This design comes from an exercise in tuning for small area, a short achievable clock period and few clock cycles per item on the open sky130 flow, not from production work. In this exercise RTL edits were held to simulation tests only and were not proved equivalent to the original.

Design symcode_decoder, start of the top module:
module symcode_decoder (
    input  wire        clk,
    input  wire        rst,
    input  wire        in_valid,
    output wire        in_ready,
    input  wire [71:0] in_beat,
    output wire        out_valid,
    input  wire        out_ready,
    output wire [63:0] out_data,
    output wire [3:0]  out_status
);
    localparam integer L = 11;
    function [7:0] gf_mul;
        input [7:0] a;
        input [7:0] b;
        reg   [7:0] acc;
        reg   [7:0] x;
        integer     i;
        begin
            acc = 8'h00;
            x   = a;
            for (i = 0; i < 8; i = i + 1) begin
                if (b[i])
                    acc = acc ^ x;
                x = x[7] ? ({x[6:0], 1'b0} ^ 8'h1D) : {x[6:0], 1'b0};
            end
            gf_mul = acc;
        end
    endfunction
    function [7:0] alpha_pow;
        input integer n;
        reg   [7:0] x;
        integer     i;
        begin
            x = 8'h01;
            for (i = 0; i < n; i = i + 1)
                x = x[7] ? ({x[6:0], 1'b0} ^ 8'h1D) : {x[6:0], 1'b0};
            alpha_pow = x;
        end
    endfunction
    reg  [63:0] ring [0:L-1];
    reg  [L-1:0] v;                  
  ...
For scale: ~3,800 cells after synthesis, roughly 960 flip-flops.
==> flow/config.mk <==
export PLATFORM = sky130hd
export DESIGN_NAME = symcode_decoder
export DESIGN_NICKNAME = symcode_decoder
export VERILOG_FILES = /design/flow/design.v
export SDC_FILE = /design/flow/constraint.sdc
export NUM_CORES = 4
export LEC_CHECK = 0
export ABC_AREA = 1
export CAP_MARGIN = 20
export CORE_MARGIN = 2
export CORE_UTILIZATION = 55
export SETUP_SLACK_MARGIN = 5
export SLEW_MARGIN = 20
==> flow/constraint.sdc <==
create_clock -name core_clock -period 10.0 [get_ports {clk}]
set_input_delay 2.0000 -clock core_clock [delete_from_list [all_inputs] [get_ports {clk}]]
set_output_delay 2.0000 -clock core_clock [all_outputs]
set_load 0.01 [all_outputs]
standard.sh (not shown) runs the stock make flow with config.mk's settings and CLKGATE_MAP_FILE= SYNTH_SCRIPT=/design/flow/synth_recipe.tcl, a recipe that flattens the netlist after the stock synthesis.
==> flow/flow/run.sh <==
#!/bin/bash
set -uo pipefail
MARGIN=${MARGIN:-6.7}
sed "s/SETUP_SLACK_MARGIN=[0-9.]*/SETUP_SLACK_MARGIN=$MARGIN/" standard.sh > standard_margin.sh
grep -q "SETUP_SLACK_MARGIN=$MARGIN" standard_margin.sh || sed -i "s/make -C/make SETUP_SLACK_MARGIN=$MARGIN -C/" standard_margin.sh
bash standard_margin.sh > standard.log 2>&1
Testbench counts at the start, summed over its fixed seeds: cycles 12,888, bursts 1,600.
Edit:
--- a/flow/design.v
+++ b/flow/design.v
@@ -218,26 +218,30 @@
     reg  [3:0]  bc;                  
     reg         nb;                  
     reg  [2:0]  in_idx, nb_idx;
     reg  [7:0]  cb_q;
     wire in_fire = in_valid && in_rdy_q;
     assign in_ready = in_rdy_q;
     always @(posedge clk) begin
         ring[0] <= in_rdy_q ? in_beat[63:0] : ring[L-1];
         cb_q    <= in_beat[71:64];
         nb_idx  <= in_idx;
     end
+    wire [63:0] cmask;               
     genvar s;
     generate
         for (s = 1; s < L; s = s + 1) begin : g_ring
-            always @(posedge clk) ring[s] <= ring[s-1];
+            if (s == L - 2)
+                always @(posedge clk) ring[s] <= ring[s-1] ^ cmask;
+            else
+                always @(posedge clk) ring[s] <= ring[s-1];
         end
     endgenerate
     reg  [31:0] acc_a, acc_b;
     wire [1:0]  nb_g = nb_idx[2:1];
     wire [31:0] acc_sel = acc_a;
     wire [31:0] acc_nxt;
     wire [63:0] ring0 = ring[0];
     wire [31:0] lin_d;
     wire lx64 = ring0[14] ^ ring0[46];
     wire lx65 = ring0[10] ^ ring0[55];
     wire lx66 = ring0[13] ^ ring0[23];
@@ -397,55 +401,50 @@
     reg  [4:0] res_j0, res_j1;
     reg  [1:0] res_st0, res_st1;
     reg        res_v0, res_v1;       
     always @(posedge clk) begin
         if (dec0) begin
             res_e0 <= d_e; res_fx0 <= d_fx; res_j0 <= d_j; res_st0 <= d_st;
         end
         if (dec1) begin
             res_e1 <= d_e; res_fx1 <= d_fx; res_j1 <= d_j; res_st1 <= d_st;
         end
     end
+    reg        a0, a1;               
+    reg  [2:0] c0, c1;               
+    wire       k0 = a0 && !c0[0];    
+    wire       k1 = a1 && !c1[0];
+    wire [7:0] x_e  = ({8{dec0 || dec1}} & d_e) | ({8{k0}} & res_e0) | ({8{k1}} & res_e1);
+    wire       x_fx = ((dec0 || dec1) && d_fx) || (k0 && res_fx0) || (k1 && res_fx1);
+    wire [4:0] x_j  = ({5{dec0 || dec1}} & d_j) | ({5{k0}} & res_j0) | ({5{k1}} & res_j1);
+    wire [1:0] x_g  = ({2{k0}} & c0[2:1]) | ({2{k1}} & c1[2:1]);
+    genvar l2;
+    generate
+        for (l2 = 0; l2 < 8; l2 = l2 + 1) begin : g_cmask
+            assign cmask[8*l2 +: 8] = (x_fx && x_j == {x_g, l2[2:0]}) ? x_e : 8'h00;
+        end
+    endgenerate
     reg  [63:0] out_q;
     reg  [3:0]  out_st;
     reg         out_v;
     reg  [2:0]  out_idx;
-    reg  [7:0]  o_e0, o_e1;
-    reg         o_fx0, o_fx1;
-    reg  [4:0]  o_j0, o_j1;
     wire first   = (out_idx == 3'd0);
     wire at_exit = v[L-2] && (bc == 4'd0);
     wire room    = !out_v || out_ready;
     wire deliver = at_exit && room && (!first || (res_v0 && (res_v1 || dec1)));
     wire miss    = at_exit && !deliver;
-    wire [7:0] m_e  = first ? res_e0  : (out_idx[0] ? o_e1  : o_e0);
-    wire       m_fx = first ? res_fx0 : (out_idx[0] ? o_fx1 : o_fx0);
-    wire [4:0] m_j  = first ? res_j0  : (out_idx[0] ? o_j1  : o_j0);
-    wire [63:0] mask;
-    generate
-        for (l = 0; l < 8; l = l + 1) begin : g_mask
-            assign mask[8*l +: 8] = (m_fx && m_j == {out_idx[2:1], l[2:0]}) ? m_e : 8'h00;
-        end
-    endgenerate
     always @(posedge clk) begin
         if (deliver) begin
-            out_q <= ring[L-2] ^ mask;
-            if (first) begin
+            out_q <= ring[L-2];
+            if (first)
                 out_st <= {dec1 ? d_st : res_st1, res_st0};
-                o_e0 <= res_e0; o_fx0 <= res_fx0; o_j0 <= res_j0;
-                if (dec1) begin
-                    o_e1 <= d_e; o_fx1 <= d_fx; o_j1 <= d_j;
-                end else begin
-                    o_e1 <= res_e1; o_fx1 <= res_fx1; o_j1 <= res_j1;
-                end
-            end
         end
     end
     assign out_valid  = out_v;
     assign out_data   = out_q;
     assign out_status = out_st;
     wire [L-1:0] v_nxt;
     assign v_nxt[0] = in_fire || (v[L-1] && !in_rdy_q);
     generate
         for (s = 1; s < L; s = s + 1) begin : g_v
             if (s == L - 1)
                 assign v_nxt[s] = v[s-1] && !deliver;
@@ -460,38 +459,50 @@
             in_rdy_q <= 1'b1;
             w        <= 4'd0;
             bc       <= 4'd0;
             nb       <= 1'b0;
             in_idx   <= 3'd0;
             in0      <= 1'b0;
             in1      <= 1'b0;
             dec0     <= 1'b0;
             dec1     <= 1'b0;
             res_v0   <= 1'b0;
             res_v1   <= 1'b0;
+            a0       <= 1'b0;
+            a1       <= 1'b0;
             out_v    <= 1'b0;
             out_idx  <= 3'd0;
         end else begin
             v        <= v_nxt;
             in_rdy_q <= !v_nxt[L-1] && (w_nxt == 4'd0 || v_nxt == {L{1'b0}});
             w        <= w_nxt;
             bc       <= miss ? L - 1 : (bc != 4'd0 ? bc - 4'd1 : 4'd0);
             nb       <= in_fire;
             if (in_fire)
                 in_idx <= in_idx + 3'd1;
             in0      <= nb && (nb_idx == 3'd6);
             in1      <= nb && (nb_idx == 3'd7);
             dec0     <= in0;
             dec1     <= in1;
             if (deliver && first) begin
                 res_v0 <= 1'b0;
                 res_v1 <= 1'b0;
             end else begin
                 if (dec0) res_v0 <= 1'b1;
                 if (dec1) res_v1 <= 1'b1;
             end
+            if (dec0) begin
+                a0 <= 1'b1; c0 <= 3'd1;
+            end else if (a0) begin
+                a0 <= (c0 != 3'd6); c0 <= c0 + 3'd1;
+            end
+            if (dec1) begin
+                a1 <= 1'b1; c1 <= 3'd1;
+            end else if (a1) begin
+                a1 <= (c1 != 3'd6); c1 <= c1 + 3'd1;
+            end
             out_v    <= deliver || (out_v && !out_ready);
             if (deliver)
                 out_idx <= out_idx + 3'd1;
         end
     end
 endmodule
Result:
- The new run completed without violations
- cell count increases by 1.1%
- routed wire length increases by 2.1%
- die area decreases by 0.62%
- setup slack got worse by 0.0067 ns
- final area increases by 3.1%
- register-to-register slack got worse by 0.10 ns
- core utilization increases by 2.8 points
- worst hold slack got worse by 0.023 ns
- area after synthesis decreases by 0.62%
Testbench counts after the change, summed over its fixed seeds: cycles 12,888, bursts 1,600.

-- port drivers added, routing unchanged --
The flow's constraints put no driver on any port. The routed layouts listed below were extracted and timed again, unchanged, in two steps.
Step 1 (the two cells are an assumption about what drives the block):
set clk [get_ports {clk}]
set_driving_cell -lib_cell sky130_fd_sc_hd__clkbuf_16 $clk
set_driving_cell -lib_cell sky130_fd_sc_hd__buf_2 [delete_from_list [all_inputs] $clk]
Step 2 moves the port delays by t, midway between the first and last clock arrival at a register: inputs arrive t later, outputs are due t later. That takes back most of the time a late clock gives input paths.
Slacks: no drivers / after step 1 / after step 2; pairs: no drivers / after step 1.
run	shift t [ns]	slack for setup (ns)	cell pins on the clock port's net
the first run	0.704	6.736 / 6.665 / 6.220	1
the second run	0.699	6.730 / 6.660 / 6.124	1
After both steps every run listed still meets setup and hold. For the second run, which loses most, drivers alone change the setup slack by -0.070 ns; drivers and shift together by -0.606 ns.
